This design comes from an exercise in tuning for small area, a short achievable clock period and few clock cycles on the open sky130 flow, not from production work.
Function was checked by simulation only, so behaviour that the tests miss may differ from the original.
Power figures rest on the tool's default switching activity, not on a simulated workload.

## flow/design.v

```verilog
module polder_lanes (
    input  wire         clk,
    input  wire         rst,           
    input  wire         in_valid,
    output wire         in_ready,
    input  wire         in_mode,       
    input  wire         in_last,       
    input  wire [31:0]  in_row,        
    input  wire [63:0]  in_col,        
    input  wire [1:0]   in_row_pres,
    input  wire [3:0]   in_col_pres,
    output wire         sh_valid,
    input  wire         sh_release,
    input  wire [2:0]   rd_lane,       
    output wire [33:0]  rd_re,
    output wire [33:0]  rd_im
);
    localparam ROWS = 2;
    localparam COLS = 4;
    localparam LANES = ROWS * COLS;
    function [15:0] unpack;   
        input [15:0] s;
        input        mode;
        begin
            if (mode)
                unpack = s;
            else
                unpack = {{4{s[3]}}, s[3:0], {4{s[7]}}, s[7:4]};
        end
    endfunction
    reg sh_full;    
    reg q_last;     
    reg clr;        
    reg ld;         
    reg clr2;       
    reg ld2;
    wire busy = sh_full | q_last | ld | ld2;
    assign in_ready = ~(in_last & busy);
    assign sh_valid = sh_full;
    wire fire = in_valid & in_ready & ~rst;
    reg [15:0] q_row [0:ROWS-1];
    reg [15:0] q_col [0:COLS-1];
    genvar r, c;
    generate
        for (r = 0; r < ROWS; r = r + 1) begin : g_in_row
            always @(posedge clk)
                q_row[r] <= (fire & in_row_pres[r]) ? unpack(in_row[16*r +: 16], in_mode) : 16'd0;
        end
        for (c = 0; c < COLS; c = c + 1) begin : g_in_col
            always @(posedge clk)
                q_col[c] <= in_col_pres[c] ? unpack(in_col[16*c +: 16], in_mode) : 16'd0;
        end
    endgenerate
    always @(posedge clk) begin
        if (rst) begin
            q_last  <= 1'b0;
            clr     <= 1'b1;
            ld      <= 1'b0;
            clr2    <= 1'b1;
            ld2     <= 1'b0;
            sh_full <= 1'b0;
        end else begin
            q_last <= fire & in_last;
            clr    <= q_last;
            ld     <= q_last;
            clr2   <= clr;
            ld2    <= ld;
            if (ld2)
                sh_full <= 1'b1;
            else if (sh_release)
                sh_full <= 1'b0;
        end
    end
    reg [16:0] nlo_re [0:LANES-1];    
    reg [16:0] nlo_im [0:LANES-1];
    reg [8:0]  mid_re [0:LANES-1];
    reg [8:0]  mid_im [0:LANES-1];
    reg [7:0]  top_re [0:LANES-1];
    reg [7:0]  top_im [0:LANES-1];
    reg        up_re  [0:LANES-1];    
    reg        dn_re  [0:LANES-1];
    reg        up_im  [0:LANES-1];
    reg        dn_im  [0:LANES-1];
    reg        tc_re  [0:LANES-1];    
    reg        td_re  [0:LANES-1];
    reg        tc_im  [0:LANES-1];
    reg        td_im  [0:LANES-1];
    reg [16:0] sh_nlo_re [0:LANES-1];  
    reg [16:0] sh_nlo_im [0:LANES-1];
    reg [16:0] sh_hi_re  [0:LANES-1];  
    reg [16:0] sh_hi_im  [0:LANES-1];
    generate
        for (r = 0; r < ROWS; r = r + 1) begin : g_row
            for (c = 0; c < COLS; c = c + 1) begin : g_col
                localparam L = r * COLS + c;
                wire [7:0] xr = q_row[r][7:0];
                wire [7:0] xi = q_row[r][15:8];
                wire [7:0] yr = q_col[c][7:0];
                wire [7:0] yi = q_col[c][15:8];
                wire [16:0] ns_re, ns_im;
                wire inc_re, dec_re, inc_im, dec_im;
                pl_mac_re u_re (.xr(xr), .xi(xi), .yr(yr), .yi(yi),
                                .nxr(~xr), .nxi(~xi), .nyr(~yr), .nyi(~yi),
                                .na(nlo_re[L] | {17{clr}}),
                                .ns(ns_re), .inc(inc_re), .dec(dec_re));
                pl_mac_im u_im (.xr(xr), .xi(xi), .yr(yr), .yi(yi),
                                .nxr(~xr), .nxi(~xi), .nyr(~yr), .nyi(~yi),
                                .na(nlo_im[L] | {17{clr}}),
                                .ns(ns_im), .inc(inc_im), .dec(dec_im));
                wire [8:0] mn_re, mn_im;
                wire [7:0] tn_re, tn_im;
                wire mc_re, mc_im;
                pl_mid u_mid_re (.h(mid_re[L]), .up(up_re[L]), .dn(dn_re[L]), .s(mn_re), .co(mc_re));
                pl_mid u_mid_im (.h(mid_im[L]), .up(up_im[L]), .dn(dn_im[L]), .s(mn_im), .co(mc_im));
                pl_top u_top_re (.h(top_re[L]), .ci(tc_re[L]), .dn(td_re[L]), .s(tn_re));
                pl_top u_top_im (.h(top_im[L]), .ci(tc_im[L]), .dn(td_im[L]), .s(tn_im));
                always @(posedge clk) begin
                    nlo_re[L] <= ns_re;
                    nlo_im[L] <= ns_im;
                    up_re[L]  <= inc_re;
                    dn_re[L]  <= dec_re;
                    up_im[L]  <= inc_im;
                    dn_im[L]  <= dec_im;
                    tc_re[L]  <= mc_re;
                    td_re[L]  <= dn_re[L];
                    tc_im[L]  <= mc_im;
                    td_im[L]  <= dn_im[L];
                    mid_re[L] <= clr ? 9'd0 : mn_re;
                    mid_im[L] <= clr ? 9'd0 : mn_im;
                    top_re[L] <= clr2 ? 8'd0 : tn_re;
                    top_im[L] <= clr2 ? 8'd0 : tn_im;
                    if (ld) begin
                        sh_nlo_re[L]      <= nlo_re[L];
                        sh_nlo_im[L]      <= nlo_im[L];
                        sh_hi_re[L][8:0]  <= mn_re;
                        sh_hi_im[L][8:0]  <= mn_im;
                    end
                    if (ld2) begin
                        sh_hi_re[L][16:9] <= tn_re;
                        sh_hi_im[L][16:9] <= tn_im;
                    end
                end
            end
        end
    endgenerate
    genvar k;
    generate
        for (k = 0; k < 17; k = k + 1) begin : g_rd
            wire re_l0, re_l1, im_l0, im_l1, re_h0, re_h1, im_h0, im_h1;
            pl_mux4 u_re_l0 (.d({sh_nlo_re[3][k], sh_nlo_re[2][k], sh_nlo_re[1][k], sh_nlo_re[0][k]}), .s(rd_lane[1:0]), .y(re_l0));
            pl_mux4 u_re_l1 (.d({sh_nlo_re[7][k], sh_nlo_re[6][k], sh_nlo_re[5][k], sh_nlo_re[4][k]}), .s(rd_lane[1:0]), .y(re_l1));
            pl_mux2i u_re_l (.a(re_l0), .b(re_l1), .s(rd_lane[2]), .y(rd_re[k]));
            pl_mux4 u_im_l0 (.d({sh_nlo_im[3][k], sh_nlo_im[2][k], sh_nlo_im[1][k], sh_nlo_im[0][k]}), .s(rd_lane[1:0]), .y(im_l0));
            pl_mux4 u_im_l1 (.d({sh_nlo_im[7][k], sh_nlo_im[6][k], sh_nlo_im[5][k], sh_nlo_im[4][k]}), .s(rd_lane[1:0]), .y(im_l1));
            pl_mux2i u_im_l (.a(im_l0), .b(im_l1), .s(rd_lane[2]), .y(rd_im[k]));
            pl_mux4 u_re_h0 (.d({sh_hi_re[3][k], sh_hi_re[2][k], sh_hi_re[1][k], sh_hi_re[0][k]}), .s(rd_lane[1:0]), .y(re_h0));
            pl_mux4 u_re_h1 (.d({sh_hi_re[7][k], sh_hi_re[6][k], sh_hi_re[5][k], sh_hi_re[4][k]}), .s(rd_lane[1:0]), .y(re_h1));
            pl_mux2 u_re_h (.a(re_h0), .b(re_h1), .s(rd_lane[2]), .y(rd_re[17 + k]));
            pl_mux4 u_im_h0 (.d({sh_hi_im[3][k], sh_hi_im[2][k], sh_hi_im[1][k], sh_hi_im[0][k]}), .s(rd_lane[1:0]), .y(im_h0));
            pl_mux4 u_im_h1 (.d({sh_hi_im[7][k], sh_hi_im[6][k], sh_hi_im[5][k], sh_hi_im[4][k]}), .s(rd_lane[1:0]), .y(im_h1));
            pl_mux2 u_im_h (.a(im_h0), .b(im_h1), .s(rd_lane[2]), .y(rd_im[17 + k]));
        end
    endgenerate
endmodule
module pl_mac_re (
    input  wire [7:0] xr, xi, yr, yi,
    input  wire [7:0] nxr, nxi, nyr, nyi,   
    input  wire [16:0] na,                   
    output wire [16:0] ns,
    output wire inc,
    output wire dec
);
    wire t1, t2;
    pl_ha u_t1 (.a(~(xr[0] & yr[5])), .b(~(xr[1] & yr[4])), .s(t1), .co(t2));
    wire t3, t4;
    pl_ha u_t3 (.a(~(xr[0] & yr[6])), .b(~(xr[1] & yr[5])), .s(t3), .co(t4));
    wire t5, t6;
    pl_fa u_t5 (.a(~(xr[2] & yr[4])), .b(~(xr[3] & yr[3])), .c(~(xr[4] & yr[2])), .s(t5), .co(t6));
    wire t7, t8;
    pl_ha u_t7 (.a(~(nxr[0] | nyr[7])), .b(~(xr[1] & yr[6])), .s(t7), .co(t8));
    wire t9, t10;
    pl_fa u_t9 (.a(~(xr[2] & yr[5])), .b(~(xr[3] & yr[4])), .c(~(xr[4] & yr[3])), .s(t9), .co(t10));
    wire t11, t12;
    pl_fa u_t11 (.a(~(xr[5] & yr[2])), .b(~(xr[6] & yr[1])), .c(~(nxr[7] | nyr[0])), .s(t11), .co(t12));
    wire t13, t14;
    pl_fa u_t13 (.a(~(nxi[0] | nyi[7])), .b(~(xi[1] & yi[6])), .c(1'b1), .s(t13), .co(t14));
    wire t15, t16;
    pl_ha u_t15 (.a(~(nxr[1] | nyr[7])), .b(~(xr[2] & yr[6])), .s(t15), .co(t16));
    wire t17, t18;
    pl_fa u_t17 (.a(~(xr[3] & yr[5])), .b(~(xr[4] & yr[4])), .c(~(xr[5] & yr[3])), .s(t17), .co(t18));
    wire t19, t20;
    pl_fa u_t19 (.a(~(xr[6] & yr[2])), .b(~(nxr[7] | nyr[1])), .c(~(nxi[1] | nyi[7])), .s(t19), .co(t20));
    wire t21, t22;
    pl_fa u_t21 (.a(~(xi[2] & yi[6])), .b(~(xi[3] & yi[5])), .c(1'b1), .s(t21), .co(t22));
    wire t23, t24;
    pl_fa u_t23 (.a(~(nxr[2] | nyr[7])), .b(~(xr[3] & yr[6])), .c(~(xr[4] & yr[5])), .s(t23), .co(t24));
    wire t25, t26;
    pl_fa u_t25 (.a(~(xr[5] & yr[4])), .b(~(xr[6] & yr[3])), .c(~(nxr[7] | nyr[2])), .s(t25), .co(t26));
    wire t27, t28;
    pl_ha u_t27 (.a(~(xr[0] & yr[3])), .b(~(xr[1] & yr[2])), .s(t27), .co(t28));
    wire t29, t30;
    pl_ha u_t29 (.a(~(xr[0] & yr[4])), .b(~(xr[1] & yr[3])), .s(t29), .co(t30));
    wire t31, t32;
    pl_fa u_t31 (.a(~(xr[2] & yr[2])), .b(~(xr[3] & yr[1])), .c(~(xr[4] & yr[0])), .s(t31), .co(t32));
    wire t33, t34;
    pl_fa u_t33 (.a(~(xr[2] & yr[3])), .b(~(xr[3] & yr[2])), .c(~(xr[4] & yr[1])), .s(t33), .co(t34));
    wire t35, t36;
    pl_fa u_t35 (.a(~(xr[5] & yr[0])), .b(~(xi[0] & yi[5])), .c(~(xi[1] & yi[4])), .s(t35), .co(t36));
    wire t37, t38;
    pl_fa u_t37 (.a(~(xi[2] & yi[3])), .b(~(xi[3] & yi[2])), .c(1'b1), .s(t37), .co(t38));
    wire t39, t40;
    pl_fa u_t39 (.a(~(xr[5] & yr[1])), .b(~(xr[6] & yr[0])), .c(~(xi[0] & yi[6])), .s(t39), .co(t40));
    wire t41, t42;
    pl_fa u_t41 (.a(~(xi[1] & yi[5])), .b(~(xi[2] & yi[4])), .c(~(xi[3] & yi[3])), .s(t41), .co(t42));
    wire t43, t44;
    pl_fa u_t43 (.a(~(xi[4] & yi[2])), .b(~(xi[5] & yi[1])), .c(~(xi[6] & yi[0])), .s(t43), .co(t44));
    wire t45, t46;
    pl_fa u_t45 (.a(na[6]), .b(t2), .c(1'b1), .s(t45), .co(t46));
    wire t47, t48;
    pl_fa u_t47 (.a(~(xi[2] & yi[5])), .b(~(xi[3] & yi[4])), .c(~(xi[4] & yi[3])), .s(t47), .co(t48));
    wire t49, t50;
    pl_fa u_t49 (.a(~(xi[5] & yi[2])), .b(~(xi[6] & yi[1])), .c(~(nxi[7] | nyi[0])), .s(t49), .co(t50));
    wire t51, t52;
    pl_fa u_t51 (.a(na[7]), .b(t4), .c(t6), .s(t51), .co(t52));
    wire t53, t54;
    pl_fa u_t53 (.a(t7), .b(t9), .c(t11), .s(t53), .co(t54));
    wire t55, t56;
    pl_fa u_t55 (.a(~(xi[4] & yi[4])), .b(~(xi[5] & yi[3])), .c(~(xi[6] & yi[2])), .s(t55), .co(t56));
    wire t57, t58;
    pl_fa u_t57 (.a(~(nxi[7] | nyi[1])), .b(na[8]), .c(t8), .s(t57), .co(t58));
    wire t59, t60;
    pl_fa u_t59 (.a(t10), .b(t12), .c(t14), .s(t59), .co(t60));
    wire t61, t62;
    pl_fa u_t61 (.a(t15), .b(t17), .c(t19), .s(t61), .co(t62));
    wire t63, t64;
    pl_fa u_t63 (.a(~(nxi[2] | nyi[7])), .b(~(xi[3] & yi[6])), .c(~(xi[4] & yi[5])), .s(t63), .co(t64));
    wire t65, t66;
    pl_fa u_t65 (.a(~(xi[5] & yi[4])), .b(~(xi[6] & yi[3])), .c(~(nxi[7] | nyi[2])), .s(t65), .co(t66));
    wire t67, t68;
    pl_fa u_t67 (.a(na[9]), .b(t16), .c(t18), .s(t67), .co(t68));
    wire t69, t70;
    pl_fa u_t69 (.a(t20), .b(t22), .c(t23), .s(t69), .co(t70));
    wire t71, t72;
    pl_fa u_t71 (.a(~(nxr[3] | nyr[7])), .b(~(xr[4] & yr[6])), .c(~(xr[5] & yr[5])), .s(t71), .co(t72));
    wire t73, t74;
    pl_fa u_t73 (.a(~(xr[6] & yr[4])), .b(~(nxr[7] | nyr[3])), .c(~(nxi[3] | nyi[7])), .s(t73), .co(t74));
    wire t75, t76;
    pl_fa u_t75 (.a(~(xi[4] & yi[6])), .b(~(xi[5] & yi[5])), .c(~(xi[6] & yi[4])), .s(t75), .co(t76));
    wire t77, t78;
    pl_fa u_t77 (.a(~(nxi[7] | nyi[3])), .b(na[10]), .c(t24), .s(t77), .co(t78));
    wire t79, t80;
    pl_fa u_t79 (.a(~(nxr[4] | nyr[7])), .b(~(xr[5] & yr[6])), .c(~(xr[6] & yr[5])), .s(t79), .co(t80));
    wire t81, t82;
    pl_fa u_t81 (.a(~(nxr[7] | nyr[4])), .b(~(nxi[4] | nyi[7])), .c(~(xi[5] & yi[6])), .s(t81), .co(t82));
    wire t83, t84;
    pl_ha u_t83 (.a(~(xr[0] & yr[2])), .b(~(xr[1] & yr[1])), .s(t83), .co(t84));
    wire t85, t86;
    pl_fa u_t85 (.a(~(xr[2] & yr[1])), .b(~(xr[3] & yr[0])), .c(~(xi[0] & yi[3])), .s(t85), .co(t86));
    wire t87, t88;
    pl_fa u_t87 (.a(~(xi[1] & yi[2])), .b(~(xi[2] & yi[1])), .c(1'b1), .s(t87), .co(t88));
    wire t89, t90;
    pl_fa u_t89 (.a(~(xi[0] & yi[4])), .b(~(xi[1] & yi[3])), .c(~(xi[2] & yi[2])), .s(t89), .co(t90));
    wire t91, t92;
    pl_fa u_t91 (.a(~(xi[3] & yi[1])), .b(~(xi[4] & yi[0])), .c(na[4]), .s(t91), .co(t92));
    wire t93, t94;
    pl_fa u_t93 (.a(t28), .b(t29), .c(1'b1), .s(t93), .co(t94));
    wire t95, t96;
    pl_fa u_t95 (.a(~(xi[4] & yi[1])), .b(~(xi[5] & yi[0])), .c(na[5]), .s(t95), .co(t96));
    wire t97, t98;
    pl_fa u_t97 (.a(t30), .b(t32), .c(t33), .s(t97), .co(t98));
    wire t99, t100;
    pl_fa u_t99 (.a(t35), .b(t37), .c(t1), .s(t99), .co(t100));
    wire t101, t102;
    pl_fa u_t101 (.a(t34), .b(t36), .c(t38), .s(t101), .co(t102));
    wire t103, t104;
    pl_fa u_t103 (.a(t39), .b(t41), .c(t43), .s(t103), .co(t104));
    wire t105, t106;
    pl_fa u_t105 (.a(t3), .b(t5), .c(t45), .s(t105), .co(t106));
    wire t107, t108;
    pl_fa u_t107 (.a(t40), .b(t42), .c(t44), .s(t107), .co(t108));
    wire t109, t110;
    pl_fa u_t109 (.a(t47), .b(t49), .c(t13), .s(t109), .co(t110));
    wire t111, t112;
    pl_fa u_t111 (.a(t46), .b(t51), .c(t53), .s(t111), .co(t112));
    wire t113, t114;
    pl_fa u_t113 (.a(t48), .b(t50), .c(t55), .s(t113), .co(t114));
    wire t115, t116;
    pl_fa u_t115 (.a(t21), .b(t52), .c(t54), .s(t115), .co(t116));
    wire t117, t118;
    pl_fa u_t117 (.a(t57), .b(t59), .c(t61), .s(t117), .co(t118));
    wire t119, t120;
    pl_fa u_t119 (.a(t56), .b(t63), .c(t65), .s(t119), .co(t120));
    wire t121, t122;
    pl_fa u_t121 (.a(t25), .b(t58), .c(t60), .s(t121), .co(t122));
    wire t123, t124;
    pl_fa u_t123 (.a(t62), .b(t67), .c(t69), .s(t123), .co(t124));
    wire t125, t126;
    pl_fa u_t125 (.a(t64), .b(t66), .c(t71), .s(t125), .co(t126));
    wire t127, t128;
    pl_fa u_t127 (.a(t73), .b(t75), .c(t26), .s(t127), .co(t128));
    wire t129, t130;
    pl_fa u_t129 (.a(t68), .b(t70), .c(t77), .s(t129), .co(t130));
    wire t131, t132;
    pl_fa u_t131 (.a(~(xi[6] & yi[5])), .b(~(nxi[7] | nyi[4])), .c(na[11]), .s(t131), .co(t132));
    wire t133, t134;
    pl_fa u_t133 (.a(t72), .b(t74), .c(t76), .s(t133), .co(t134));
    wire t135, t136;
    pl_fa u_t135 (.a(t79), .b(t81), .c(t78), .s(t135), .co(t136));
    wire t137, t138;
    pl_fa u_t137 (.a(~(nxr[5] | nyr[7])), .b(~(xr[6] & yr[6])), .c(~(nxr[7] | nyr[5])), .s(t137), .co(t138));
    wire t139, t140;
    pl_fa u_t139 (.a(~(nxi[5] | nyi[7])), .b(~(xi[6] & yi[6])), .c(~(nxi[7] | nyi[5])), .s(t139), .co(t140));
    wire t141, t142;
    pl_fa u_t141 (.a(na[12]), .b(t80), .c(t82), .s(t141), .co(t142));
    wire t143, t144;
    pl_fa u_t143 (.a(~(nxr[6] | nyr[7])), .b(~(nxr[7] | nyr[6])), .c(~(nxi[6] | nyi[7])), .s(t143), .co(t144));
    wire t145, t146;
    pl_ha u_t145 (.a(~(xr[0] & yr[1])), .b(~(xr[1] & yr[0])), .s(t145), .co(t146));
    wire t147, t148;
    pl_fa u_t147 (.a(~(xr[2] & yr[0])), .b(~(xi[0] & yi[2])), .c(~(xi[1] & yi[1])), .s(t147), .co(t148));
    wire t149, t150;
    pl_fa u_t149 (.a(~(xi[2] & yi[0])), .b(na[2]), .c(1'b1), .s(t149), .co(t150));
    wire t151, t152;
    pl_fa u_t151 (.a(~(xi[3] & yi[0])), .b(na[3]), .c(t84), .s(t151), .co(t152));
    wire t153, t154;
    pl_fa u_t153 (.a(t85), .b(t87), .c(t27), .s(t153), .co(t154));
    wire t155, t156;
    pl_fa u_t155 (.a(t86), .b(t88), .c(t89), .s(t155), .co(t156));
    wire t157, t158;
    pl_fa u_t157 (.a(t91), .b(t31), .c(t93), .s(t157), .co(t158));
    wire t159, t160;
    pl_fa u_t159 (.a(t90), .b(t92), .c(t95), .s(t159), .co(t160));
    wire t161, t162;
    pl_fa u_t161 (.a(t94), .b(t97), .c(t99), .s(t161), .co(t162));
    wire t163, t164;
    pl_fa u_t163 (.a(t96), .b(t98), .c(t100), .s(t163), .co(t164));
    wire t165, t166;
    pl_fa u_t165 (.a(t101), .b(t103), .c(t105), .s(t165), .co(t166));
    wire t167, t168;
    pl_fa u_t167 (.a(t102), .b(t104), .c(t107), .s(t167), .co(t168));
    wire t169, t170;
    pl_fa u_t169 (.a(t109), .b(t106), .c(t111), .s(t169), .co(t170));
    wire t171, t172;
    pl_fa u_t171 (.a(t108), .b(t110), .c(t113), .s(t171), .co(t172));
    wire t173, t174;
    pl_fa u_t173 (.a(t112), .b(t115), .c(t117), .s(t173), .co(t174));
    wire t175, t176;
    pl_fa u_t175 (.a(t114), .b(t119), .c(t116), .s(t175), .co(t176));
    wire t177, t178;
    pl_fa u_t177 (.a(t118), .b(t121), .c(t123), .s(t177), .co(t178));
    wire t179, t180;
    pl_fa u_t179 (.a(t120), .b(t125), .c(t127), .s(t179), .co(t180));
    wire t181, t182;
    pl_fa u_t181 (.a(t122), .b(t124), .c(t129), .s(t181), .co(t182));
    wire t183, t184;
    pl_fa u_t183 (.a(t131), .b(t126), .c(t128), .s(t183), .co(t184));
    wire t185, t186;
    pl_fa u_t185 (.a(t133), .b(t130), .c(t135), .s(t185), .co(t186));
    wire t187, t188;
    pl_fa u_t187 (.a(t132), .b(t137), .c(t139), .s(t187), .co(t188));
    wire t189, t190;
    pl_fa u_t189 (.a(t134), .b(t141), .c(t136), .s(t189), .co(t190));
    wire t191, t192;
    pl_fa u_t191 (.a(~(nxi[7] | nyi[6])), .b(na[13]), .c(t138), .s(t191), .co(t192));
    wire t193, t194;
    pl_fa u_t193 (.a(t140), .b(t143), .c(t142), .s(t193), .co(t194));
    wire t195, t196;
    pl_fa u_t195 (.a(~(xr[7] & yr[7])), .b(~(xi[7] & yi[7])), .c(na[14]), .s(t195), .co(t196));
    wire t197, t198;
    pl_ha u_t197 (.a(~(xr[0] & yr[0])), .b(~(xi[0] & yi[0])), .s(t197), .co(t198));
    wire t199, t200;
    pl_fa u_t199 (.a(~(xi[0] & yi[1])), .b(~(xi[1] & yi[0])), .c(na[1]), .s(t199), .co(t200));
    wire t201, t202;
    pl_fa u_t201 (.a(t146), .b(t147), .c(t149), .s(t201), .co(t202));
    wire t203, t204;
    pl_fa u_t203 (.a(t148), .b(t150), .c(t151), .s(t203), .co(t204));
    wire t205, t206;
    pl_fa u_t205 (.a(t152), .b(t154), .c(t155), .s(t205), .co(t206));
    wire t207, t208;
    pl_fa u_t207 (.a(t156), .b(t159), .c(t158), .s(t207), .co(t208));
    wire t209, t210;
    pl_fa u_t209 (.a(t160), .b(t162), .c(t163), .s(t209), .co(t210));
    wire t211, t212;
    pl_fa u_t211 (.a(t164), .b(t167), .c(t166), .s(t211), .co(t212));
    wire t213, t214;
    pl_fa u_t213 (.a(t168), .b(t171), .c(t170), .s(t213), .co(t214));
    wire t215, t216;
    pl_fa u_t215 (.a(t172), .b(t174), .c(t175), .s(t215), .co(t216));
    wire t217, t218;
    pl_fa u_t217 (.a(t179), .b(t176), .c(t178), .s(t217), .co(t218));
    wire t219, t220;
    pl_fa u_t219 (.a(t180), .b(t183), .c(t182), .s(t219), .co(t220));
    wire t221, t222;
    pl_fa u_t221 (.a(t187), .b(t184), .c(t186), .s(t221), .co(t222));
    wire t223, t224;
    pl_fa u_t223 (.a(t188), .b(t191), .c(t193), .s(t223), .co(t224));
    wire t225, t226;
    pl_fa u_t225 (.a(t195), .b(t144), .c(t192), .s(t225), .co(t226));
    wire t227, t228;
    pl_fa u_t227 (.a(t198), .b(t199), .c(1'b1), .s(t227), .co(t228));
    wire t229, t230;
    pl_fa u_t229 (.a(t200), .b(t83), .c(t201), .s(t229), .co(t230));
    wire t231, t232;
    pl_fa u_t231 (.a(t202), .b(t153), .c(t203), .s(t231), .co(t232));
    wire t233, t234;
    pl_fa u_t233 (.a(t204), .b(t205), .c(t157), .s(t233), .co(t234));
    wire t235, t236;
    pl_fa u_t235 (.a(t206), .b(t161), .c(t207), .s(t235), .co(t236));
    wire t237, t238;
    pl_fa u_t237 (.a(t208), .b(t209), .c(t165), .s(t237), .co(t238));
    wire t239, t240;
    pl_fa u_t239 (.a(t210), .b(t169), .c(t211), .s(t239), .co(t240));
    wire t241, t242;
    pl_fa u_t241 (.a(t173), .b(t212), .c(t213), .s(t241), .co(t242));
    wire t243, t244;
    pl_fa u_t243 (.a(t177), .b(t214), .c(t215), .s(t243), .co(t244));
    wire t245, t246;
    pl_fa u_t245 (.a(t181), .b(t216), .c(t217), .s(t245), .co(t246));
    wire t247, t248;
    pl_fa u_t247 (.a(t185), .b(t218), .c(t219), .s(t247), .co(t248));
    wire t249, t250;
    pl_fa u_t249 (.a(t189), .b(t220), .c(t221), .s(t249), .co(t250));
    wire t251, t252;
    pl_fa u_t251 (.a(t223), .b(t190), .c(t222), .s(t251), .co(t252));
    wire t253, t254;
    pl_fa u_t253 (.a(t225), .b(t194), .c(t224), .s(t253), .co(t254));
    wire t255, t256;
    pl_fa u_t255 (.a(na[15]), .b(t196), .c(t226), .s(t255), .co(t256));
    wire t257 = ~na[16];
    wire t258 = na[16];
    wire [16:0] nra = {t256, t254, t252, t250, t248, t246, t244, t242, t240, t238, t236, t234, t232, t230, t228, t227, na[0]};
    wire [16:0] nrb = {t257, t255, t253, t251, t249, t247, t245, t243, t241, t239, t237, t235, t233, t231, t229, t145, t197};
    wire [17:0] t = {1'b0, nra} + {1'b0, nrb};
    assign ns = t[16:0];
    assign inc = ~(t[17] | t258);
    assign dec = t[17] & t258;
endmodule
module pl_mac_im (
    input  wire [7:0] xr, xi, yr, yi,
    input  wire [7:0] nxr, nxi, nyr, nyi,   
    input  wire [16:0] na,                   
    output wire [16:0] ns,
    output wire inc,
    output wire dec
);
    wire t1, t2;
    pl_ha u_t1 (.a(~(xi[0] & yr[5])), .b(~(xi[1] & yr[4])), .s(t1), .co(t2));
    wire t3, t4;
    pl_ha u_t3 (.a(~(xi[0] & yr[6])), .b(~(xi[1] & yr[5])), .s(t3), .co(t4));
    wire t5, t6;
    pl_fa u_t5 (.a(~(xi[2] & yr[4])), .b(~(xi[3] & yr[3])), .c(~(xi[4] & yr[2])), .s(t5), .co(t6));
    wire t7, t8;
    pl_ha u_t7 (.a(~(nxi[0] | nyr[7])), .b(~(xi[1] & yr[6])), .s(t7), .co(t8));
    wire t9, t10;
    pl_fa u_t9 (.a(~(xi[2] & yr[5])), .b(~(xi[3] & yr[4])), .c(~(xi[4] & yr[3])), .s(t9), .co(t10));
    wire t11, t12;
    pl_fa u_t11 (.a(~(xi[5] & yr[2])), .b(~(xi[6] & yr[1])), .c(~(nxi[7] | nyr[0])), .s(t11), .co(t12));
    wire t13, t14;
    pl_fa u_t13 (.a(~(xr[0] & yi[7])), .b(~(nxr[1] | nyi[6])), .c(1'b1), .s(t13), .co(t14));
    wire t15, t16;
    pl_ha u_t15 (.a(~(nxi[1] | nyr[7])), .b(~(xi[2] & yr[6])), .s(t15), .co(t16));
    wire t17, t18;
    pl_fa u_t17 (.a(~(xi[3] & yr[5])), .b(~(xi[4] & yr[4])), .c(~(xi[5] & yr[3])), .s(t17), .co(t18));
    wire t19, t20;
    pl_fa u_t19 (.a(~(xi[6] & yr[2])), .b(~(nxi[7] | nyr[1])), .c(~(xr[1] & yi[7])), .s(t19), .co(t20));
    wire t21, t22;
    pl_fa u_t21 (.a(~(nxr[2] | nyi[6])), .b(~(nxr[3] | nyi[5])), .c(1'b1), .s(t21), .co(t22));
    wire t23, t24;
    pl_fa u_t23 (.a(~(nxi[2] | nyr[7])), .b(~(xi[3] & yr[6])), .c(~(xi[4] & yr[5])), .s(t23), .co(t24));
    wire t25, t26;
    pl_fa u_t25 (.a(~(xi[5] & yr[4])), .b(~(xi[6] & yr[3])), .c(~(nxi[7] | nyr[2])), .s(t25), .co(t26));
    wire t27, t28;
    pl_ha u_t27 (.a(~(xi[0] & yr[3])), .b(~(xi[1] & yr[2])), .s(t27), .co(t28));
    wire t29, t30;
    pl_ha u_t29 (.a(~(xi[0] & yr[4])), .b(~(xi[1] & yr[3])), .s(t29), .co(t30));
    wire t31, t32;
    pl_fa u_t31 (.a(~(xi[2] & yr[2])), .b(~(xi[3] & yr[1])), .c(~(xi[4] & yr[0])), .s(t31), .co(t32));
    wire t33, t34;
    pl_fa u_t33 (.a(~(xi[2] & yr[3])), .b(~(xi[3] & yr[2])), .c(~(xi[4] & yr[1])), .s(t33), .co(t34));
    wire t35, t36;
    pl_fa u_t35 (.a(~(xi[5] & yr[0])), .b(~(nxr[0] | nyi[5])), .c(~(nxr[1] | nyi[4])), .s(t35), .co(t36));
    wire t37, t38;
    pl_fa u_t37 (.a(~(nxr[2] | nyi[3])), .b(~(nxr[3] | nyi[2])), .c(1'b1), .s(t37), .co(t38));
    wire t39, t40;
    pl_fa u_t39 (.a(~(xi[5] & yr[1])), .b(~(xi[6] & yr[0])), .c(~(nxr[0] | nyi[6])), .s(t39), .co(t40));
    wire t41, t42;
    pl_fa u_t41 (.a(~(nxr[1] | nyi[5])), .b(~(nxr[2] | nyi[4])), .c(~(nxr[3] | nyi[3])), .s(t41), .co(t42));
    wire t43, t44;
    pl_fa u_t43 (.a(~(nxr[4] | nyi[2])), .b(~(nxr[5] | nyi[1])), .c(~(nxr[6] | nyi[0])), .s(t43), .co(t44));
    wire t45, t46;
    pl_fa u_t45 (.a(na[6]), .b(t2), .c(1'b1), .s(t45), .co(t46));
    wire t47, t48;
    pl_fa u_t47 (.a(~(nxr[2] | nyi[5])), .b(~(nxr[3] | nyi[4])), .c(~(nxr[4] | nyi[3])), .s(t47), .co(t48));
    wire t49, t50;
    pl_fa u_t49 (.a(~(nxr[5] | nyi[2])), .b(~(nxr[6] | nyi[1])), .c(~(xr[7] & yi[0])), .s(t49), .co(t50));
    wire t51, t52;
    pl_fa u_t51 (.a(na[7]), .b(t4), .c(t6), .s(t51), .co(t52));
    wire t53, t54;
    pl_fa u_t53 (.a(t7), .b(t9), .c(t11), .s(t53), .co(t54));
    wire t55, t56;
    pl_fa u_t55 (.a(~(nxr[4] | nyi[4])), .b(~(nxr[5] | nyi[3])), .c(~(nxr[6] | nyi[2])), .s(t55), .co(t56));
    wire t57, t58;
    pl_fa u_t57 (.a(~(xr[7] & yi[1])), .b(na[8]), .c(t8), .s(t57), .co(t58));
    wire t59, t60;
    pl_fa u_t59 (.a(t10), .b(t12), .c(t14), .s(t59), .co(t60));
    wire t61, t62;
    pl_fa u_t61 (.a(t15), .b(t17), .c(t19), .s(t61), .co(t62));
    wire t63, t64;
    pl_fa u_t63 (.a(~(xr[2] & yi[7])), .b(~(nxr[3] | nyi[6])), .c(~(nxr[4] | nyi[5])), .s(t63), .co(t64));
    wire t65, t66;
    pl_fa u_t65 (.a(~(nxr[5] | nyi[4])), .b(~(nxr[6] | nyi[3])), .c(~(xr[7] & yi[2])), .s(t65), .co(t66));
    wire t67, t68;
    pl_fa u_t67 (.a(na[9]), .b(t16), .c(t18), .s(t67), .co(t68));
    wire t69, t70;
    pl_fa u_t69 (.a(t20), .b(t22), .c(t23), .s(t69), .co(t70));
    wire t71, t72;
    pl_fa u_t71 (.a(~(nxi[3] | nyr[7])), .b(~(xi[4] & yr[6])), .c(~(xi[5] & yr[5])), .s(t71), .co(t72));
    wire t73, t74;
    pl_fa u_t73 (.a(~(xi[6] & yr[4])), .b(~(nxi[7] | nyr[3])), .c(~(xr[3] & yi[7])), .s(t73), .co(t74));
    wire t75, t76;
    pl_fa u_t75 (.a(~(nxr[4] | nyi[6])), .b(~(nxr[5] | nyi[5])), .c(~(nxr[6] | nyi[4])), .s(t75), .co(t76));
    wire t77, t78;
    pl_fa u_t77 (.a(~(xr[7] & yi[3])), .b(na[10]), .c(t24), .s(t77), .co(t78));
    wire t79, t80;
    pl_fa u_t79 (.a(~(nxi[4] | nyr[7])), .b(~(xi[5] & yr[6])), .c(~(xi[6] & yr[5])), .s(t79), .co(t80));
    wire t81, t82;
    pl_fa u_t81 (.a(~(nxi[7] | nyr[4])), .b(~(xr[4] & yi[7])), .c(~(nxr[5] | nyi[6])), .s(t81), .co(t82));
    wire t83, t84;
    pl_ha u_t83 (.a(~(xi[0] & yr[2])), .b(~(xi[1] & yr[1])), .s(t83), .co(t84));
    wire t85, t86;
    pl_fa u_t85 (.a(~(xi[2] & yr[1])), .b(~(xi[3] & yr[0])), .c(~(nxr[0] | nyi[3])), .s(t85), .co(t86));
    wire t87, t88;
    pl_fa u_t87 (.a(~(nxr[1] | nyi[2])), .b(~(nxr[2] | nyi[1])), .c(1'b1), .s(t87), .co(t88));
    wire t89, t90;
    pl_fa u_t89 (.a(~(nxr[0] | nyi[4])), .b(~(nxr[1] | nyi[3])), .c(~(nxr[2] | nyi[2])), .s(t89), .co(t90));
    wire t91, t92;
    pl_fa u_t91 (.a(~(nxr[3] | nyi[1])), .b(~(nxr[4] | nyi[0])), .c(na[4]), .s(t91), .co(t92));
    wire t93, t94;
    pl_fa u_t93 (.a(t28), .b(t29), .c(1'b1), .s(t93), .co(t94));
    wire t95, t96;
    pl_fa u_t95 (.a(~(nxr[4] | nyi[1])), .b(~(nxr[5] | nyi[0])), .c(na[5]), .s(t95), .co(t96));
    wire t97, t98;
    pl_fa u_t97 (.a(t30), .b(t32), .c(t33), .s(t97), .co(t98));
    wire t99, t100;
    pl_fa u_t99 (.a(t35), .b(t37), .c(t1), .s(t99), .co(t100));
    wire t101, t102;
    pl_fa u_t101 (.a(t34), .b(t36), .c(t38), .s(t101), .co(t102));
    wire t103, t104;
    pl_fa u_t103 (.a(t39), .b(t41), .c(t43), .s(t103), .co(t104));
    wire t105, t106;
    pl_fa u_t105 (.a(t3), .b(t5), .c(t45), .s(t105), .co(t106));
    wire t107, t108;
    pl_fa u_t107 (.a(t40), .b(t42), .c(t44), .s(t107), .co(t108));
    wire t109, t110;
    pl_fa u_t109 (.a(t47), .b(t49), .c(t13), .s(t109), .co(t110));
    wire t111, t112;
    pl_fa u_t111 (.a(t46), .b(t51), .c(t53), .s(t111), .co(t112));
    wire t113, t114;
    pl_fa u_t113 (.a(t48), .b(t50), .c(t55), .s(t113), .co(t114));
    wire t115, t116;
    pl_fa u_t115 (.a(t21), .b(t52), .c(t54), .s(t115), .co(t116));
    wire t117, t118;
    pl_fa u_t117 (.a(t57), .b(t59), .c(t61), .s(t117), .co(t118));
    wire t119, t120;
    pl_fa u_t119 (.a(t56), .b(t63), .c(t65), .s(t119), .co(t120));
    wire t121, t122;
    pl_fa u_t121 (.a(t25), .b(t58), .c(t60), .s(t121), .co(t122));
    wire t123, t124;
    pl_fa u_t123 (.a(t62), .b(t67), .c(t69), .s(t123), .co(t124));
    wire t125, t126;
    pl_fa u_t125 (.a(t64), .b(t66), .c(t71), .s(t125), .co(t126));
    wire t127, t128;
    pl_fa u_t127 (.a(t73), .b(t75), .c(t26), .s(t127), .co(t128));
    wire t129, t130;
    pl_fa u_t129 (.a(t68), .b(t70), .c(t77), .s(t129), .co(t130));
    wire t131, t132;
    pl_fa u_t131 (.a(~(nxr[6] | nyi[5])), .b(~(xr[7] & yi[4])), .c(na[11]), .s(t131), .co(t132));
    wire t133, t134;
    pl_fa u_t133 (.a(t72), .b(t74), .c(t76), .s(t133), .co(t134));
    wire t135, t136;
    pl_fa u_t135 (.a(t79), .b(t81), .c(t78), .s(t135), .co(t136));
    wire t137, t138;
    pl_fa u_t137 (.a(~(nxi[5] | nyr[7])), .b(~(xi[6] & yr[6])), .c(~(nxi[7] | nyr[5])), .s(t137), .co(t138));
    wire t139, t140;
    pl_fa u_t139 (.a(~(xr[5] & yi[7])), .b(~(nxr[6] | nyi[6])), .c(~(xr[7] & yi[5])), .s(t139), .co(t140));
    wire t141, t142;
    pl_fa u_t141 (.a(na[12]), .b(t80), .c(t82), .s(t141), .co(t142));
    wire t143, t144;
    pl_fa u_t143 (.a(~(nxi[6] | nyr[7])), .b(~(nxi[7] | nyr[6])), .c(~(xr[6] & yi[7])), .s(t143), .co(t144));
    wire t145, t146;
    pl_ha u_t145 (.a(~(xi[0] & yr[1])), .b(~(xi[1] & yr[0])), .s(t145), .co(t146));
    wire t147, t148;
    pl_fa u_t147 (.a(~(xi[2] & yr[0])), .b(~(nxr[0] | nyi[2])), .c(~(nxr[1] | nyi[1])), .s(t147), .co(t148));
    wire t149, t150;
    pl_fa u_t149 (.a(~(nxr[2] | nyi[0])), .b(na[2]), .c(1'b1), .s(t149), .co(t150));
    wire t151, t152;
    pl_fa u_t151 (.a(~(nxr[3] | nyi[0])), .b(na[3]), .c(t84), .s(t151), .co(t152));
    wire t153, t154;
    pl_fa u_t153 (.a(t85), .b(t87), .c(t27), .s(t153), .co(t154));
    wire t155, t156;
    pl_fa u_t155 (.a(t86), .b(t88), .c(t89), .s(t155), .co(t156));
    wire t157, t158;
    pl_fa u_t157 (.a(t91), .b(t31), .c(t93), .s(t157), .co(t158));
    wire t159, t160;
    pl_fa u_t159 (.a(t90), .b(t92), .c(t95), .s(t159), .co(t160));
    wire t161, t162;
    pl_fa u_t161 (.a(t94), .b(t97), .c(t99), .s(t161), .co(t162));
    wire t163, t164;
    pl_fa u_t163 (.a(t96), .b(t98), .c(t100), .s(t163), .co(t164));
    wire t165, t166;
    pl_fa u_t165 (.a(t101), .b(t103), .c(t105), .s(t165), .co(t166));
    wire t167, t168;
    pl_fa u_t167 (.a(t102), .b(t104), .c(t107), .s(t167), .co(t168));
    wire t169, t170;
    pl_fa u_t169 (.a(t109), .b(t106), .c(t111), .s(t169), .co(t170));
    wire t171, t172;
    pl_fa u_t171 (.a(t108), .b(t110), .c(t113), .s(t171), .co(t172));
    wire t173, t174;
    pl_fa u_t173 (.a(t112), .b(t115), .c(t117), .s(t173), .co(t174));
    wire t175, t176;
    pl_fa u_t175 (.a(t114), .b(t119), .c(t116), .s(t175), .co(t176));
    wire t177, t178;
    pl_fa u_t177 (.a(t118), .b(t121), .c(t123), .s(t177), .co(t178));
    wire t179, t180;
    pl_fa u_t179 (.a(t120), .b(t125), .c(t127), .s(t179), .co(t180));
    wire t181, t182;
    pl_fa u_t181 (.a(t122), .b(t124), .c(t129), .s(t181), .co(t182));
    wire t183, t184;
    pl_fa u_t183 (.a(t131), .b(t126), .c(t128), .s(t183), .co(t184));
    wire t185, t186;
    pl_fa u_t185 (.a(t133), .b(t130), .c(t135), .s(t185), .co(t186));
    wire t187, t188;
    pl_fa u_t187 (.a(t132), .b(t137), .c(t139), .s(t187), .co(t188));
    wire t189, t190;
    pl_fa u_t189 (.a(t134), .b(t141), .c(t136), .s(t189), .co(t190));
    wire t191, t192;
    pl_fa u_t191 (.a(~(xr[7] & yi[6])), .b(na[13]), .c(t138), .s(t191), .co(t192));
    wire t193, t194;
    pl_fa u_t193 (.a(t140), .b(t143), .c(t142), .s(t193), .co(t194));
    wire t195, t196;
    pl_fa u_t195 (.a(~(xi[7] & yr[7])), .b(~(nxr[7] | nyi[7])), .c(na[14]), .s(t195), .co(t196));
    wire t197, t198;
    pl_fa u_t197 (.a(~(nxr[0] | nyi[1])), .b(~(nxr[1] | nyi[0])), .c(1'b1), .s(t197), .co(t198));
    wire t199, t200;
    pl_fa u_t199 (.a(t146), .b(t147), .c(t149), .s(t199), .co(t200));
    wire t201, t202;
    pl_fa u_t201 (.a(t148), .b(t150), .c(t151), .s(t201), .co(t202));
    wire t203, t204;
    pl_fa u_t203 (.a(t152), .b(t154), .c(t155), .s(t203), .co(t204));
    wire t205, t206;
    pl_fa u_t205 (.a(t156), .b(t159), .c(t158), .s(t205), .co(t206));
    wire t207, t208;
    pl_fa u_t207 (.a(t160), .b(t162), .c(t163), .s(t207), .co(t208));
    wire t209, t210;
    pl_fa u_t209 (.a(t164), .b(t167), .c(t166), .s(t209), .co(t210));
    wire t211, t212;
    pl_fa u_t211 (.a(t168), .b(t171), .c(t170), .s(t211), .co(t212));
    wire t213, t214;
    pl_fa u_t213 (.a(t172), .b(t174), .c(t175), .s(t213), .co(t214));
    wire t215, t216;
    pl_fa u_t215 (.a(t179), .b(t176), .c(t178), .s(t215), .co(t216));
    wire t217, t218;
    pl_fa u_t217 (.a(t180), .b(t183), .c(t182), .s(t217), .co(t218));
    wire t219, t220;
    pl_fa u_t219 (.a(t187), .b(t184), .c(t186), .s(t219), .co(t220));
    wire t221, t222;
    pl_fa u_t221 (.a(t188), .b(t191), .c(t193), .s(t221), .co(t222));
    wire t223, t224;
    pl_fa u_t223 (.a(t195), .b(t144), .c(t192), .s(t223), .co(t224));
    wire t225, t226;
    pl_fa u_t225 (.a(~(xi[0] & yr[0])), .b(~(nxr[0] | nyi[0])), .c(1'b1), .s(t225), .co(t226));
    wire t227, t228;
    pl_fa u_t227 (.a(na[1]), .b(t197), .c(t145), .s(t227), .co(t228));
    wire t229, t230;
    pl_fa u_t229 (.a(t198), .b(t83), .c(t199), .s(t229), .co(t230));
    wire t231, t232;
    pl_fa u_t231 (.a(t200), .b(t153), .c(t201), .s(t231), .co(t232));
    wire t233, t234;
    pl_fa u_t233 (.a(t202), .b(t203), .c(t157), .s(t233), .co(t234));
    wire t235, t236;
    pl_fa u_t235 (.a(t204), .b(t161), .c(t205), .s(t235), .co(t236));
    wire t237, t238;
    pl_fa u_t237 (.a(t206), .b(t207), .c(t165), .s(t237), .co(t238));
    wire t239, t240;
    pl_fa u_t239 (.a(t208), .b(t169), .c(t209), .s(t239), .co(t240));
    wire t241, t242;
    pl_fa u_t241 (.a(t173), .b(t210), .c(t211), .s(t241), .co(t242));
    wire t243, t244;
    pl_fa u_t243 (.a(t177), .b(t212), .c(t213), .s(t243), .co(t244));
    wire t245, t246;
    pl_fa u_t245 (.a(t181), .b(t214), .c(t215), .s(t245), .co(t246));
    wire t247, t248;
    pl_fa u_t247 (.a(t185), .b(t216), .c(t217), .s(t247), .co(t248));
    wire t249, t250;
    pl_fa u_t249 (.a(t189), .b(t218), .c(t219), .s(t249), .co(t250));
    wire t251, t252;
    pl_fa u_t251 (.a(t221), .b(t190), .c(t220), .s(t251), .co(t252));
    wire t253, t254;
    pl_fa u_t253 (.a(t223), .b(t194), .c(t222), .s(t253), .co(t254));
    wire t255, t256;
    pl_fa u_t255 (.a(na[15]), .b(t196), .c(t224), .s(t255), .co(t256));
    wire t257 = ~na[16];
    wire t258 = na[16];
    wire [16:0] nra = {t256, t254, t252, t250, t248, t246, t244, t242, t240, t238, t236, t234, t232, t230, t228, t226, t225};
    wire [16:0] nrb = {t257, t255, t253, t251, t249, t247, t245, t243, t241, t239, t237, t235, t233, t231, t229, t227, na[0]};
    wire [17:0] t = {1'b0, nra} + {1'b0, nrb};
    assign ns = t[16:0];
    assign inc = ~(t[17] | t258);
    assign dec = t[17] & t258;
endmodule
module pl_fa (input wire a, input wire b, input wire c, output wire s, output wire co);
    assign s = a ^ b ^ c;
    assign co = (a & b) | (a & c) | (b & c);
endmodule
module pl_ha (input wire a, input wire b, output wire s, output wire co);
    assign s = a ^ b;
    assign co = a & b;
endmodule
module pl_mid (input wire [8:0] h, input wire up, input wire dn, output wire [8:0] s, output wire co);
    wire [9:1] k;
    pl_ha u_0 (.a(h[0]), .b(up | dn), .s(s[0]), .co(k[1]));
    genvar i;
    generate
        for (i = 1; i < 9; i = i + 1) begin : g
            pl_fa u (.a(h[i]), .b(dn), .c(k[i]), .s(s[i]), .co(k[i + 1]));
        end
    endgenerate
    assign co = k[9];
endmodule
module pl_top (input wire [7:0] h, input wire ci, input wire dn, output wire [7:0] s);
    wire [8:0] k;
    assign k[0] = ci;
    genvar i;
    generate
        for (i = 0; i < 8; i = i + 1) begin : g
            pl_fa u (.a(h[i]), .b(dn), .c(k[i]), .s(s[i]), .co(k[i + 1]));
        end
    endgenerate
endmodule
module pl_mux4 (input wire [3:0] d, input wire [1:0] s, output wire y);
    assign y = d[s];
endmodule
module pl_mux2 (input wire a, input wire b, input wire s, output wire y);
    assign y = s ? b : a;
endmodule
module pl_mux2i (input wire a, input wire b, input wire s, output wire y);
    assign y = ~(s ? b : a);
endmodule
```

## flow/flow/run.sh

```bash
#!/bin/bash
set -e
export SETUP_SLACK_MARGIN=5.9
bash standard.sh MATCH_CELL_FOOTPRINT=0 "BUFFER_PORTS_ARGS=-buffer_cell sky130_fd_sc_hd__buf_2" finish > standard.log 2>&1
```

## flow/standard.sh

```bash
#!/bin/bash
# synth_recipe.tcl (not shown) runs the flow's synth.tcl, then flattens the netlist and writes it again
# the make line also repeats each setting of config.mk as NAME=value (left out here)
make -C /OpenROAD-flow-scripts/flow DESIGN_CONFIG=/design/flow/config.mk WORK_HOME=/design/flow/orfs CLKGATE_MAP_FILE= SYNTH_SCRIPT=/design/flow/synth_recipe.tcl "${@:-finish}"
```

## flow/config.mk

```make
export PLATFORM = sky130hd
export DESIGN_NAME = polder_lanes
export DESIGN_NICKNAME = polder_lanes
export VERILOG_FILES = /design/flow/design.v
export SDC_FILE = /design/flow/constraint.sdc
export NUM_CORES = 4
export LEC_CHECK = 0
export CAP_MARGIN = 20
export CORE_MARGIN = 2
export CORE_UTILIZATION = 50
export CTS_BUF_LIST = sky130_fd_sc_hd__clkbuf_8 sky130_fd_sc_hd__clkbuf_16
export CTS_CLUSTER_DIAMETER = 100
export CTS_CLUSTER_SIZE = 30
export PLACE_DENSITY = 0.5
export SLEW_MARGIN = 20
export SYNTH_HIERARCHICAL = 1
```

## flow/constraint.sdc

```tcl
create_clock -name core_clock -period 12.5 [get_ports {clk}]
set_input_delay 2.5000 -clock core_clock [delete_from_list [all_inputs] [get_ports {clk}]]
set_output_delay 2.5000 -clock core_clock [all_outputs]
set_load 0.01 [all_outputs]
```

==> results.json, run 1 <==
{
  "cts_max_level": 3,
  "r2r-start": "q_row[1][12]",
  "fin_setup_tns_ns": 0,
  "worst-path-buf-inv": 3,
  "cp_cell_sequence": "buf_16 -> buf_4 -> mux4_2 -> mux2i_4 -> buf_2",
  "cts_inserted_buffers": 71,
  "fin_crit_sh": 0.537,
  "tightest_slew_ns": 1.19,
  "ys.flop_type": "dfxtp_1",
  "drc": 0,
  "hp-start": "nlo_im[1][1]",
  "slew-limit-headroom": 0.203,
  "rsz0062_at_grt": "yes",
  "avgSynthCellArea_sq_um": 12.2,
  "grt_pass1_wl_mm": 564,
  "gp_congestion": 0.953,
  "place_inst": 12100,
  "hold_depth": 0,
  "die_area_sq_um": 221000,
  "grt_pass1_vias": 80600,
  "crit_required_ns": 10.00,
  "ys_types": 68,
  "ir_drop_uv": 310,
  "cp.arrival_ns": 4.21,
  "skew_ns": 0.0458,
  "ff2ff_path_depth": 14,
  "seq_area_frac_synth": 0.282,
  "area_growth_pct": 8.47,
  "hp-class": "flip-flop to flip-flop",
  "dr.pass1.iters": 6,
  "clock_path_buffers": 3,
  "fin_nets": 12100,
  "slowest_delay_ns": 0.54,
  "p_per_area_nw_per_um2": 250,
  "grt_max_degree": 143,
  "cp-end-kind": "output port",
  "drive_above_1_share": 0.117,
  "pin_count": 181,
  "ys_async_sr_fraction": 0,
  "rows": 170,
  "reg2reg_to": "nlo_re[4][14]",
  "viasPerCell": 6.09,
  "drt_wl_total_mm": 391,
  "drt-initial-drc-count": 6580,
  "syn-cell-area_sq_um": 108000,
  "wl_per_cell_um": 31.8,
  "cp_max_fo": 11,
  "ys_warn_count": 47,
  "final_antenna_net_count": 0,
  "cp_slowest_cell": "mux4_2",
  "syn_inst": 8900,
  "ys_ff_latch": 1254,
  "final_cells": 12300,
  "grt_use_total": 0.359,
  "holdPathEnd": "sh_nlo_im[1][1]",
  "grt-ovfl-total": 0,
  "die_y_um": 470,
  "outcome": "finished clean",
  "reg2reg_slack_ns": 5.90,
  "dp_hpwl_mm": 290,
  "start_util": 0.504,
  "fmax_mhz": 149,
  "max_cap_viol_count": 0,
  "leakage_nw": 42.1,
  "cts.sinks": 1254,
  "critPathLaunchType": "primary input",
  "hold_violations": 0,
  "slew_violations": 0,
  "die_width_um": 470,
  "final_core_util": 0.547,
  "clkTransAtPathRegs_ns": 0.11,
  "cts_tree": "done",
  "period_needed_ns": 6.71,
  "dr_total_vias": 74800,
  "crit_type": "primary input to output port",
  "cts-root-buf": "clkbuf_16",
  "path_delay_family": "multiplexers",
  "io_buffers": 180,
  "setup_viol": 0,
  "coreArea_sq_um": 215000,
  "clock_latency_ns": 0.78,
  "setup_ws_ns": 5.79,
  "dpl_worst_slack_ns": 4.47,
  "synth_edf_count": 544,
  "hold_buffers": 0,
  "antenna_found_initial": 60
}
-- cells in the mapped netlist, types with 87 or more instances --
master	n	share of area
dfxtp_1	710	0.13
edfxtp_1	544	0.15
clkbuf_1	87	0.0030
fa_1	2184	0.40
mux2i_1	96	0.0089
nor2_1	912	0.032
a21oi_1	273	0.013
or2_2	274	0.016
a21o_1	104	0.0072
inv_1	154	0.0053
xor2_1	88	0.0071
nand2_1	1510	0.052
ha_1	424	0.049
mux4_2	136	0.028
nor2b_1	306	0.018
-- cell type report --
class                      instances  area (sq um)
antenna                           35          87.6
tap                             2838          3550
sequential                      1254         30600
timing repair buffer             379          2800
clock buffer                      72          1790
inverter                         154           589
fill                           18400         97500
clock inverter                    60           926
multi-input combinational       7483         77200
-- Yosys stat by module (local to each module, per instance), excerpt --
| module | cells | flip-flops and latches |
|---|---|---|
| pl_mux2 | 1 | 0 |
| pl_ha | 1 | 0 |
| pl_mac_im | 265 | 0 |
| pl_mux4 | 1 | 0 |
| pl_mac_re | 257 | 0 |
| pl_mid | 1 | 0 |
| pl_fa | 1 | 0 |
-- placed cells by master, fill, tap and decap left out, types with 176 or more instances in the layout --
cell type / netlist / layout
fa_1: 2184 / 2184
nor2b_1: 306 / 306
or2_2: 274 / 274
ha_1: 424 / 424
nand2_1: 1510 / 1510
a21oi_1: 273 / 273
buf_2: 30 / 176
dfxtp_1: 710 / 677
edfxtp_1: 544 / 544
nor2_1: 912 / 912
-- state kept, by name, summed over array words and instances (netlist names), 8 cells and up --
register	cells
td_im	8
q_row	32
sh_hi_re	136
tc_im	8
td_re	8
tc_re	8
up_re	8
top_im	64
dn_re	8
sh_nlo_im	136
up_im	8
sh_nlo_re	136
sh_hi_im	136
mid_re	72
nlo_re	136
dn_im	8
q_col	64
nlo_im	136
top_re	64
mid_im	72
-- metal layers --
layer  GRT usage  vias up  part of all wire
li1            -    30600                 -
met1       0.440    39500              0.37
met2       0.580     3546              0.47
met3      0.0848     1138             0.089
met4       0.211       40             0.070
met5      0.0125        -            0.0016
-- worst max path at each step --
stage	from	endpoint	slack [ns]	cells after the start
final	rd_lane[0]	rd_re[4]	5.79	5
after global placement	rd_lane[0]	rd_re[5]	4.41	5
after global routing	rd_lane[0]	rd_im[19]	5.90	5
after detailed placement	rd_lane[0]	rd_re[4]	4.47	5
after floorplan	ld2	in_ready	6.13	4
after CTS	rd_lane[0]	rd_re[4]	5.87	5
-- worst reg2reg max path: stages, from the launching register on --
cell	delay (ns)
dfxtp_2	0.90
buf_4	0.71
inv_1	0.61
nor2_1	0.28
fa_1	0.47
fa_1	0.50
fa_1	0.40
fa_1	0.46
fa_1	0.38
ha_1	0.38
a21o_1	0.24
a211o_1	0.30
nand3_1	0.10
o311ai_1	0.11
nor4_1	0.59
-- report_power, final --
group | internal (W) | leakage (nW) | total [W] | switching [W]
Combinational | 0.00814 | 29.9 | 0.0194 | 0.0113
Sequential | 0.00586 | 10.9 | 0.00701 | 0.00115
Clock | 0.00126 | 1.34 | 0.00302 | 0.00175
Total | 0.0153 | 42.1 | 0.0294 | 0.0142
-- through the flow --
stage	instance area, sq um	total power [W]	hold slack, ns
6_report	118000	0.0294	0.415
5_1_grt	118000	0.0318	0.416
4_1_cts	117000	0.0293	0.412
3_5_place_dp	114000	0.0261	0.407
3_3_place_gp	114000	0.0259	0.403
2_1_floorplan	109000	0.0209	0.400
-- cells by family after synthesis --
logic type,after synthesis,share of synthesized area
buffers and inverters,283,0.0108
multiplexers,266,0.0418
XOR/XNOR,160,0.0129
AO/OA/AOI/OAI,918,0.0581
adder cells (fa/ha/maj),2608,0.452
flip-flops,1254,0.282
AND/OR/NAND/NOR,3395,0.142
other,16,0.000554
-- what timing repair did --
action                                  CTS  global route
endpoints found under the setup margin  116            58
resized for setup                        59            12
gates cloned                              8             1
setup buffers                             2             5
Testbench counts, summed over its fixed seeds: cycles 9,418.
==> inputs of run 2 (changes only) <==
--- a/flow/design.v
+++ b/flow/design.v
@@ -430,7 +430,15 @@
     wire t258 = na[16];
     wire [16:0] nra = {t256, t254, t252, t250, t248, t246, t244, t242, t240, t238, t236, t234, t232, t230, t228, t227, na[0]};
     wire [16:0] nrb = {t257, t255, t253, t251, t249, t247, t245, t243, t241, t239, t237, t235, t233, t231, t229, t145, t197};
-    wire [17:0] t = {1'b0, nra} + {1'b0, nrb};
+    wire [17:0] t;
+    wire [5:0] k;
+    assign k[0] = 1'b0;
+    pl_ha u_cpa0 (.a(nra[0]), .b(nrb[0]), .s(t[0]), .co(k[1]));
+    pl_fa u_cpa1 (.a(nra[1]), .b(nrb[1]), .c(k[1]), .s(t[1]), .co(k[2]));
+    pl_fa u_cpa2 (.a(nra[2]), .b(nrb[2]), .c(k[2]), .s(t[2]), .co(k[3]));
+    pl_fa u_cpa3 (.a(nra[3]), .b(nrb[3]), .c(k[3]), .s(t[3]), .co(k[4]));
+    pl_fa u_cpa4 (.a(nra[4]), .b(nrb[4]), .c(k[4]), .s(t[4]), .co(k[5]));
+    assign t[17:5] = {1'b0, nra[16:5]} + {1'b0, nrb[16:5]} + k[5];
     assign ns = t[16:0];
     assign inc = ~(t[17] | t258);
     assign dec = t[17] & t258;
@@ -703,7 +711,15 @@
     wire t258 = na[16];
     wire [16:0] nra = {t256, t254, t252, t250, t248, t246, t244, t242, t240, t238, t236, t234, t232, t230, t228, t226, t225};
     wire [16:0] nrb = {t257, t255, t253, t251, t249, t247, t245, t243, t241, t239, t237, t235, t233, t231, t229, t227, na[0]};
-    wire [17:0] t = {1'b0, nra} + {1'b0, nrb};
+    wire [17:0] t;
+    wire [5:0] k;
+    assign k[0] = 1'b0;
+    pl_ha u_cpa0 (.a(nra[0]), .b(nrb[0]), .s(t[0]), .co(k[1]));
+    pl_fa u_cpa1 (.a(nra[1]), .b(nrb[1]), .c(k[1]), .s(t[1]), .co(k[2]));
+    pl_fa u_cpa2 (.a(nra[2]), .b(nrb[2]), .c(k[2]), .s(t[2]), .co(k[3]));
+    pl_fa u_cpa3 (.a(nra[3]), .b(nrb[3]), .c(k[3]), .s(t[3]), .co(k[4]));
+    pl_fa u_cpa4 (.a(nra[4]), .b(nrb[4]), .c(k[4]), .s(t[4]), .co(k[5]));
+    assign t[17:5] = {1'b0, nra[16:5]} + {1'b0, nrb[16:5]} + k[5];
     assign ns = t[16:0];
     assign inc = ~(t[17] | t258);
     assign dec = t[17] & t258;
==> flow/flow/run.sh (replaced) <==
#!/bin/bash
set -e
export SETUP_SLACK_MARGIN=6.2
bash standard.sh MATCH_CELL_FOOTPRINT=0 "BUFFER_PORTS_ARGS=-buffer_cell sky130_fd_sc_hd__buf_2" finish > standard.log 2>&1
--- a/flow/config.mk
+++ b/flow/config.mk
@@ -7,10 +7,10 @@
 export LEC_CHECK = 0
 export CAP_MARGIN = 20
 export CORE_MARGIN = 2
-export CORE_UTILIZATION = 50
+export CORE_UTILIZATION = 40
 export CTS_BUF_LIST = sky130_fd_sc_hd__clkbuf_8 sky130_fd_sc_hd__clkbuf_16
 export CTS_CLUSTER_DIAMETER = 100
 export CTS_CLUSTER_SIZE = 30
-export PLACE_DENSITY = 0.5
+export PLACE_DENSITY = 0.45
 export SLEW_MARGIN = 20
 export SYNTH_HIERARCHICAL = 1
==> results.json, run 2 <==
{
  "die_width_um": 515,
  "p_clk_frac": 0.130,
  "cts_tree": "done",
  "hold_violations": 0,
  "final_antenna_net_count": 0,
  "synthTopCellsByCount": "fa_1 (2264), nand2_1 (1470), nor2_1 (800)",
  "syn-cell-area_sq_um": 105000,
  "ys_async_sr_fraction": 0,
  "io_buffers": 180,
  "setup_viol": 0,
  "switching_share": 0.460,
  "dr_total_vias": 67400,
  "critPathLaunchType": "primary input",
  "holdWs_ns": 0.413,
  "pwr-share-comb": 0.610,
  "cts_max_level": 3,
  "yosys.cell_count.top_type": "fa_1",
  "avgSynthCellArea_sq_um": 12.7,
  "grt_pass1_vias": 75300,
  "antenna_found_initial": 27,
  "sequentialPowerShare": 0.260,
  "cp_common_cell": "buf_16",
  "layout_common_cells": "fa_1 (2264), nand2_1 (1470), nor2_1 (800), dfxtp_1 (674), edfxtp_1 (544)",
  "drc": 0,
  "path_delay_family": "multiplexers",
  "p_int_w": 0.0149,
  "tightest_slew_ns": 1.20,
  "synth_area_leaders": "fa_1 (43%), edfxtp_1 (16%), dfxtp_1 (14%)",
  "cp_cell_sequence": "buf_16 -> buf_16 -> clkbuf_16 -> mux4_2 -> mux2i_4 -> buf_2",
  "viasPerCell": 5.50,
  "clock_latency_ns": 0.80,
  "fin_crit_sh": 0.522,
  "slew-limit-headroom": 0.201,
  "cts_inserted_buffers": 90,
  "synth_edf_count": 544,
  "max_cap_viol_count": 0,
  "skew_ns": 0.0560,
  "rsz0062_at_grt": "yes",
  "crit_type": "primary input to output port",
  "ys.flop_type": "dfxtp_1",
  "hp-class": "flip-flop to flip-flop",
  "grt_pass1_wl_mm": 551,
  "clock_path_buffers": 3,
  "ys_warn_count": 47,
  "cts.sinks": 1254,
  "period_needed_ns": 6.53,
  "layout_commonest_cell": "fa_1",
  "rows": 187,
  "finalInstanceArea_sq_um": 117000,
  "slowest_delay_ns": 0.53,
  "cp_slowest_cell": "mux4_2",
  "fin_setup_tns_ns": 0,
  "synth_top_family_by_area": "adder cells",
  "cp_max_fo": 7,
  "cts-root-buf": "clkbuf_16",
  "ir_drop_uv": 174,
  "die_y_um": 515,
  "muxShareOfSynthArea": 0.0426,
  "synthSimpleGateAreaFrac": 0.135,
  "area_growth_pct": 11.4,
  "drive_above_1_share": 0.139,
  "ys_types": 62,
  "gp_congestion": 0.943,
  "start_util": 0.403,
  "synth_fa_ha_area_frac": 0.475,
  "drt_wl_total_mm": 381,
  "syn_inst": 8220,
  "cp-end-kind": "output port",
  "grt_max_degree": 160,
  "fmax_mhz": 153,
  "pin_count": 181,
  "p_per_area_nw_per_um2": 236,
  "grt_use_total": 0.295,
  "power.switching_w": 0.0127,
  "crit_required_ns": 10.00,
  "wl_per_cell_um": 31.1,
  "outcome": "finished clean",
  "dr.pass1.iters": 6,
  "synth_top_area_frac": 0.433,
  "seq_area_frac_synth": 0.292,
  "cp.arrival_ns": 4.03,
  "die_area_sq_um": 266000,
  "slew_violations": 0,
  "clkTransAtPathRegs_ns": 0.09,
  "synth_compound_area_frac": 0.0305,
  "worst-path-buf-inv": 4,
  "grt-ovfl-total": 0,
  "dpl_cell_area_sq_um": 111000,
  "synth_xor_area_frac": 0.0114,
  "ys_ff_latch": 1254,
  "dp_hpwl_mm": 274,
  "leakage_nw": 41.1,
  "coreArea_sq_um": 260000,
  "drt-initial-drc-count": 5798,
  "yosys.area.top_type": "fa_1",
  "fin_nets": 11500
}
[run 2: cell count changes in the layout (fill, tap and decap cells not counted), moves of 64 or more]
cell,change
a21oi_1,-160
a21o_1,-72
nor2_1,-112
ha_1,-80
xor2_1,-64
fa_1,+80
inv_1,+89
[run 2: logic make-up (layout without fill, tap and decap cells)]
| family | after synthesis | after routing |
|---|---|---|
| buf+inv | 355 | 843 |
| fa+ha+maj | 2608 | 2608 |
| xor+xnor | 136 | 136 |
| other cells | 16 | 151 |
| mux | 258 | 258 |
| compound gates | 422 | 422 |
| flops | 1254 | 1254 |
| simple gates | 3171 | 3171 |
[run 2: stage by stage]
| stage | cells | power [W] | util | setup slack, ns |
|---|---|---|---|---|
| after global routing | 12200 | 0.0300 | 0.449 | 5.96 |
| after global placement | 12000 | 0.0236 | 0.429 | 5.06 |
| after detailed placement | 12000 | 0.0238 | 0.429 | 5.08 |
| after CTS | 12200 | 0.0277 | 0.447 | 5.96 |
| final | 12200 | 0.0275 | 0.449 | 5.97 |
| after floorplan | 8340 | 0.0190 | - | 6.34 |
[run 2: layout make-up]
type	instances	area, sq um
multi-input combinational	6731	73400
fill	23800	143000
tap	3402	4260
antenna	15	37.5
sequential	1254	30600
timing repair buffer	415	3580
inverter	258	987
clock buffer	91	2270
clock inverter	79	1380
[run 2: Yosys stat by module (local to each module, per instance), a selection]
module	times used	area [sq um]
pl_ha	168	12.5
polder_lanes	1	36100
pl_fa	2232	20.0
pl_mux4	136	22.5
pl_mac_re	8	1110
pl_mid	16	6.26
pl_mux2i	34	10.0
pl_mac_im	8	1100
pl_mux2	34	15.0
[run 2: per-layer routing]
layer  global-route usage  part of all wire  up-vias
met2                0.448              0.44     2824
li1                     -                 -    27800
met3               0.0590             0.079      572
met4                0.179             0.075        4
met5                    0          0.000084        -
met1                0.390              0.40    36200
[run 2: what timing repair did]
action / in CTS / in global routing
buffers inserted: 11 / 9
gates cloned: 20 / 2
hold endpoints to repair: 0 / 0
gates resized for setup: 123 / 42
endpoints found under the setup margin: 105 / 130
hold buffers: 0 / 0
[run 2: worst register-to-register path, cell delays in order, from the launching register on]
cell        delay, ns
dfxtp_4          0.62
buf_4            0.46
clkinvlp_4       0.43
buf_4            0.43
nor2_1           0.23
fa_1             0.46
fa_1             0.59
fa_1             0.45
fa_1             0.52
fa_1             0.42
ha_1             0.40
a21o_2           0.22
nor2_2           0.06
a211oi_2         0.34
o31ai_2          0.12
a41o_1           0.25
[run 2: final timing paths]
kind	startpoint	end	slack, ns	depth (start not counted)
worst max-delay path	rd_lane[0]	rd_re[9]	5.97	6
worst min-delay path	nlo_re[3][9]	sh_nlo_re[3][9]	0.41	0
worst max register to register	q_row[0][4]	up_im[2]	6.35	15
worst min register to register	nlo_re[3][9]	sh_nlo_re[3][9]	0.41	0
[run 2: power groups by stage]
stage	sequential (W)	combinational [W]	clock, W
3_5_place_dp	0.00728	0.0165	0
4_1_cts	0.00718	0.0168	0.00371
6_report	0.00716	0.0168	0.00359
2_1_floorplan	0.00660	0.0124	0
3_3_place_gp	0.00727	0.0163	0
5_1_grt	0.00723	0.0189	0.00385
Testbench counts of run 2, summed over its fixed seeds: cycles 9,418.

-- port drivers added, routing unchanged --
Ports are ideal in the flow. The routed layouts listed here were re-timed in OpenROAD.
Step 1 sets driving cells, clkbuf_16 on the clock port and buf_2 on the other inputs (assumed; they add their load-dependent delay and slew).
Step 2 times the ports against the registers' clock, not the clock port: input delays grow and output delays shrink by t, the midpoint of the rising clock arrivals with the driver on.
Three values: no drivers, after step 1, after step 2; two values: the first two.
run	t (ns)	setup WS [ns]	worst setup path after step 2	worst data-port slew with drivers (ns)
run 1	0.853	5.787 / 5.454 / 5.454	input to output	0.46
run 2	0.873	5.973 / 5.729 / 5.729	input to output	0.31
After both steps setup and hold are still met in every run listed. For run 1, which loses most, drivers alone change the setup slack by -0.333 ns; drivers and shift together by -0.333 ns.
